Background: an optimization exercise with open tools, aiming at small area. Do not read the settings as production practice. Where RTL was checked, it was by simulation tests only, not by an equivalence proof against the original.

==> run a <==
Design sdf_decim, start of the top module:
module sdf_decim (
    input  wire        clk,
    input  wire        rst,          
    input  wire        en,           
    input  wire        sd_stb,       
    input  wire [2:0]  sd_bit,       
    input  wire        commit,       
    input  wire [5:0]  cfg_preset,   
    output reg         o_valid,
    output reg  [1:0]  o_chan,
    output reg  [31:0] o_word,
    output reg         o_sat
);
Settings: LEC_CHECK=0, CAP_MARGIN=20, CORE_MARGIN=2, CORE_UTILIZATION=65, SLEW_MARGIN=20; clock period 12.5 ns.
standard.sh (not shown) runs the stock make flow with config.mk's settings and CLKGATE_MAP_FILE= SYNTH_SCRIPT=/design/flow/synth_recipe.tcl, a recipe that flattens the netlist after the stock synthesis.
==> flow/flow/run.sh <==
#!/bin/bash
# Standard layout, with clock tree synthesis run without dummy loads and with
# small clock buffers. Each tool's output stays in the orfs/logs tree; make's
# own output goes to make_finish.log.
set -euo pipefail
CTS="-sink_clustering_enable -repair_clock_nets -dont_use_dummy_load -buf_list sky130_fd_sc_hd__clkbuf_4 -sink_clustering_size 9 -sink_clustering_max_diameter 40"
bash standard.sh "CTS_ARGS=$CTS" finish > make_finish.log 2>&1
==> run b (differences from run a) <==
==> flow/run.sh (new file) <==
#!/bin/bash
# synth_recipe.tcl (not shown) runs the flow's synth.tcl, then flattens the netlist and writes it again
# the make line also repeats each setting of config.mk as NAME=value (left out here)
make -C /OpenROAD-flow-scripts/flow DESIGN_CONFIG=/design/flow/config.mk WORK_HOME=/design/flow/orfs CLKGATE_MAP_FILE= SYNTH_SCRIPT=/design/flow/synth_recipe.tcl finish
Settings changed: CTS_BUF_LIST from default to sky130_fd_sc_hd__clkbuf_8, CTS_CLUSTER_DIAMETER from default to 30, CTS_CLUSTER_SIZE from default to 13.
removed: flow/flow/run.sh
removed: flow/standard.sh
==> run c (differences from run a) <==
==> flow/flow/run.sh (replaced) <==
#!/bin/bash
# The standard layout (standard.sh), with one change: clock tree synthesis
# runs without dummy loads, with clkbuf_4 buffers and sink clusters of at most
# 9 flip-flops within 40 um. Each step's full log stays under orfs/logs; make's
# own output goes to make_finish.log in this folder.
set -euo pipefail
CTS="-sink_clustering_enable -repair_clock_nets -dont_use_dummy_load -buf_list sky130_fd_sc_hd__clkbuf_4 -sink_clustering_size 11 -sink_clustering_max_diameter 40"
bash standard.sh "CTS_ARGS=$CTS" finish > make_finish.log 2>&1
==> run d (differences from run a) <==
--- a/flow/design.v
+++ b/flow/design.v
@@ -62,18 +62,18 @@
     wire [9:0] s1, s2, s3, s4, sl, c2, c3, c4, yq;
     wire       o1, o2, o3, o4, ol, p2, p3, p4, p5;
     sdf_add #(10) a_g1 (.a(g1h), .b(10'd0), .ci(d0 ? (v & x) : cg1), .s(s1), .co(o1));
     sdf_add #(10) a_g2 (.a(g2h), .b(v ? s1 : 10'd0), .ci(d0 ? 1'b0 : cg2), .s(s2), .co(o2));
     sdf_add #(10) a_g3 (.a(g3h), .b(v ? s2 : 10'd0), .ci(d0 ? 1'b0 : cg3), .s(s3), .co(o3));
     sdf_add #(10) a_g4 (.a(g4h), .b(v ? s3 : 10'd0), .ci(d0 ? 1'b0 : cg4), .s(s4), .co(o4));
     sdf_add #(10) a_lq (.a(lqh), .b(v ? s4 : 10'd0), .ci(d0 ? 1'b0 : clq), .s(sl), .co(ol));
-    sdf_add #(10) a_q2 (.a(sl), .b(~dq2[9:0]), .ci(d0 ? 1'b1 : cq2), .s(c2), .co(p2));
-    sdf_add #(10) a_q3 (.a(c2), .b(~dq3[9:0]), .ci(d0 ? 1'b1 : cq3), .s(c3), .co(p3));
-    sdf_add #(10) a_q4 (.a(c3), .b(~dq4[9:0]), .ci(d0 ? 1'b1 : cq4), .s(c4), .co(p4));
-    sdf_add #(10) a_q5 (.a(c4), .b(~dq5[9:0]), .ci(d0 ? 1'b1 : cq5), .s(yq), .co(p5));
+    sdf_add #(10) a_q2 (.a(sl), .b(~dq2h), .ci(d0 ? 1'b1 : cq2), .s(c2), .co(p2));
+    sdf_add #(10) a_q3 (.a(c2), .b(~dq3h), .ci(d0 ? 1'b1 : cq3), .s(c3), .co(p3));
+    sdf_add #(10) a_q4 (.a(c3), .b(~dq4h), .ci(d0 ? 1'b1 : cq4), .s(c4), .co(p4));
+    sdf_add #(10) a_q5 (.a(c4), .b(~dq5h), .ci(d0 ? 1'b1 : cq5), .s(yq), .co(p5));
     always @(posedge clk) begin
         cg1 <= o1; cg2 <= o2; cg3 <= o3; cg4 <= o4; clq <= ol;
         cq2 <= p2; cq3 <= p3; cq4 <= p4; cq5 <= p5;
         g1  <= {s1, g1[39:10]};
         g2  <= {s2, g2[39:10]};
         g3  <= {s3, g3[39:10]};
         g4  <= {s4, g4[39:10]};
@@ -96,17 +96,17 @@
     wire [11:0] db2h  = (act_b & z) ? ib2 : db2[11:0];
     wire [11:0] db3h  = (act_b & z) ? ib3 : db3[11:0];
     wire [11:0] db4h  = (act_b & z) ? ib4 : db4[11:0];
     wire [11:0] sb, b2, b3, yb;
     wire        ob, r2, r3, r4;
     wire        wb = act_b & inst_b;
     sdf_add #(12) a_lb (.a(lbh), .b(op_b), .ci(psi == 2'd3 ? clb : 1'b0), .s(sb), .co(ob));
-    sdf_add #(12) a_b2 (.a(sb), .b(~db2[11:0]), .ci(b_d0 ? 1'b1 : cb2), .s(b2), .co(r2));
-    sdf_add #(12) a_b3 (.a(b2), .b(~db3[11:0]), .ci(b_d0 ? 1'b1 : cb3), .s(b3), .co(r3));
-    sdf_add #(12) a_b4 (.a(b3), .b(~db4[11:0]), .ci(b_d0 ? 1'b1 : cb4), .s(yb), .co(r4));
+    sdf_add #(12) a_b2 (.a(sb), .b(~db2h), .ci(b_d0 ? 1'b1 : cb2), .s(b2), .co(r2));
+    sdf_add #(12) a_b3 (.a(b2), .b(~db3h), .ci(b_d0 ? 1'b1 : cb3), .s(b3), .co(r3));
+    sdf_add #(12) a_b4 (.a(b3), .b(~db4h), .ci(b_d0 ? 1'b1 : cb4), .s(yb), .co(r4));
     always @(posedge clk) begin
         clb <= ob; cb2 <= r2; cb3 <= r3; cb4 <= r4;
         lb  <= {wb ? yb : sb,   lb[23:12]};
         db2 <= {wb ? sb : db2h, db2[23:12]};
         db3 <= {wb ? b2 : db3h, db3[23:12]};
         db4 <= {wb ? b3 : db4h, db4[23:12]};
     end
@@ -121,16 +121,16 @@
     wire [7:0]  if3   = f_d0 ? IF3[7:0] : IF3[15:8];
     wire [7:0]  df2h  = (act_f & z) ? if2 : df2[7:0];
     wire [7:0]  df3h  = (act_f & z) ? if3 : df3[7:0];
     wire [7:0]  sf, f2, yf;
     wire        of, q2, q3;
     wire        wf = act_f & inst_f;
     sdf_add #(8) a_lf (.a(lfh), .b(op_f), .ci(psi == 2'd2 ? clf : 1'b0), .s(sf), .co(of));
-    sdf_add #(8) a_f2 (.a(sf), .b(~df2[7:0]), .ci(f_d0 ? 1'b1 : cf2), .s(f2), .co(q2));
-    sdf_add #(8) a_f3 (.a(f2), .b(~df3[7:0]), .ci(f_d0 ? 1'b1 : cf3), .s(yf), .co(q3));
+    sdf_add #(8) a_f2 (.a(sf), .b(~df2h), .ci(f_d0 ? 1'b1 : cf2), .s(f2), .co(q2));
+    sdf_add #(8) a_f3 (.a(f2), .b(~df3h), .ci(f_d0 ? 1'b1 : cf3), .s(yf), .co(q3));
     always @(posedge clk) begin
         clf <= of; cf2 <= q2; cf3 <= q3;
         lf  <= {wf ? yf : sf,   lf[15:8]};
         df2 <= {wf ? sf : df2h, df2[15:8]};
         df3 <= {wf ? f2 : df3h, df3[15:8]};
     end
     assign y_f = {lf[6:0], lf[15:8]};
@@ -304,14 +304,15 @@
                         w_c = r_w[3:2]; bit_c = r_bit[1]; end
             2'd2: begin yq_c = yq2; yb_c = yb2; yf_c = yf2;
                         w_c = r_w[5:4]; bit_c = r_bit[2]; end
             default: begin yq_c = yq2; yb_c = yb2; yf_c = yf2;
                         w_c = 2'd0; bit_c = r_bit[2]; end
         endcase
     end
+    wire rdy_c = (w_c != 2'd0);
     reg [39:0] t;
     always @(*) begin
         case (w_c)
             2'd2:    t = {yb_c, 16'd0};
             2'd3:    t = yq_c;
             default: t = {yf_c, 25'd0};
         endcase
@@ -321,20 +322,16 @@
     wire [31:0] rw;
     wire        rco;
     sdf_add #(32) a_rnd (.a(fl), .b(32'd0), .ci(up), .s(rw), .co(rco));
     wire        full = (t == 40'd0) & bit_c;
     wire        ovf  = up & (fl == 32'h7FFF_FFFF);
     wire        sat  = full | ovf;
     always @(posedge clk) begin
+        if (clr)
+            o_valid <= 1'b0;
+        else
+            o_valid <= rdy_c;
+        o_chan <= phi;
         o_word <= sat ? 32'h7FFF_FFFF : rw;
         o_sat  <= sat;
     end
-    always @(*) begin
-        o_chan = phi - 2'd1;
-        case (phi)
-            2'd1:    o_valid = (r_w[1:0] != 2'd0);
-            2'd2:    o_valid = (r_w[3:2] != 2'd0);
-            2'd3:    o_valid = (r_w[5:4] != 2'd0);
-            default: o_valid = 1'b0;
-        endcase
-    end
 endmodule
==> flow/run.sh (new file) <==
#!/bin/bash
# synth_recipe.tcl (not shown) runs the flow's synth.tcl, then flattens the netlist and writes it again
# the make line also repeats each setting of config.mk as NAME=value (left out here)
make -C /OpenROAD-flow-scripts/flow DESIGN_CONFIG=/design/flow/config.mk WORK_HOME=/design/flow/orfs CLKGATE_MAP_FILE= SYNTH_SCRIPT=/design/flow/synth_recipe.tcl finish
Settings changed: CORE_UTILIZATION 65 to 40, CTS_BUF_LIST from default to sky130_fd_sc_hd__clkbuf_4.
removed: flow/flow/run.sh
removed: flow/standard.sh
==> results.cfg <==
[status]
outcome = timing/DRC/antenna clean

[yosys]
synth_cells = 4584
synthXorXnorAreaFrac_pct = 0.140

[floorplanning]
die_height_um = 298

[timing]
tightest_slew_ps = 933

[grt]
grt_first_pass_wirelength_um = 189000

[detailed_routing]
wl_met3_um = 6780
avgViaCountPerCell = 5.40

[worst_setup_path]
cp.arrival_ps = 12040
(the above is from run c)
==> results.cfg <==
[grt]
grt_first_pass_wirelength_um = 189000

[floorplanning]
die_height_um = 298

[yosys]
synth_cells = 4584
synthXorXnorAreaFrac_pct = 0.140

[worst_setup_path]
cp.arrival_ps = 12070

[status]
outcome = timing/DRC/antenna clean

[detailed_routing]
avgViaCountPerCell = 5.39
(the above is from run a)
==> results.cfg <==
[status]
outcome = timing/DRC/antenna clean

[detailed_routing]
wl_met3_um = 8520
avgViaCountPerCell = 4.68

[grt]
grt_first_pass_wirelength_um = 206000

[yosys]
synth_cells = 4797

[timing]
tightest_slew_ps = 1120
(the above is from run d)
==> results.cfg <==
[status]
outcome = timing/DRC/antenna clean

[worst_setup_path]
critPathMaxFanout = 43

[final_layout]
multi_input_area_share_pct = 31.4

[yosys]
synth_cells = 4584
synthXorXnorAreaFrac_pct = 0.140

[grt]
grt_usage_pct = 29.1
grt_first_pass_wirelength_um = 195000

[detailed_routing]
wl_met3_um = 6520
avgViaCountPerCell = 5.31

[clock_tree]
cts-root-buf = clkbuf_8

[timing]
hold_viol = 0
tightest_slew_ps = 938
(the above is from run b)
The RTL of run d was laid out without a check of its function.

-- what the ideal ports hide --
In the flow no input, the clock included, has a driving cell. The finished layouts below were timed again as built, in two steps. Step 1: set_driving_cell puts a clkbuf_16 on clk and a buf_2 on each other input, an assumption about the parent block. Step 2 times the ports against the registers' clock, not the clock port: input delays grow and output delays shrink by t, the midpoint of the rising clock arrivals with the driver on. a / b / c = ideal ports / drivers / drivers and shift; a / b = the first two.
| run | shift t [ns] | setup WS [ns] | slew at the worst register clock pin (ns) |
|---|---|---|---|
| run a | 1.150 | 1.401 / 1.401 / 1.401 | 0.11 / 0.11 |
| run b | 0.985 | 1.392 / 1.392 / 1.392 | 0.09 / 0.09 |
| run c | 1.129 | 1.444 / 1.444 / 1.444 | 0.12 / 0.12 |
| run d | 1.317 | 1.317 / 1.317 / 1.317 | 0.08 / 0.08 |
After both steps every run listed still meets setup and hold.
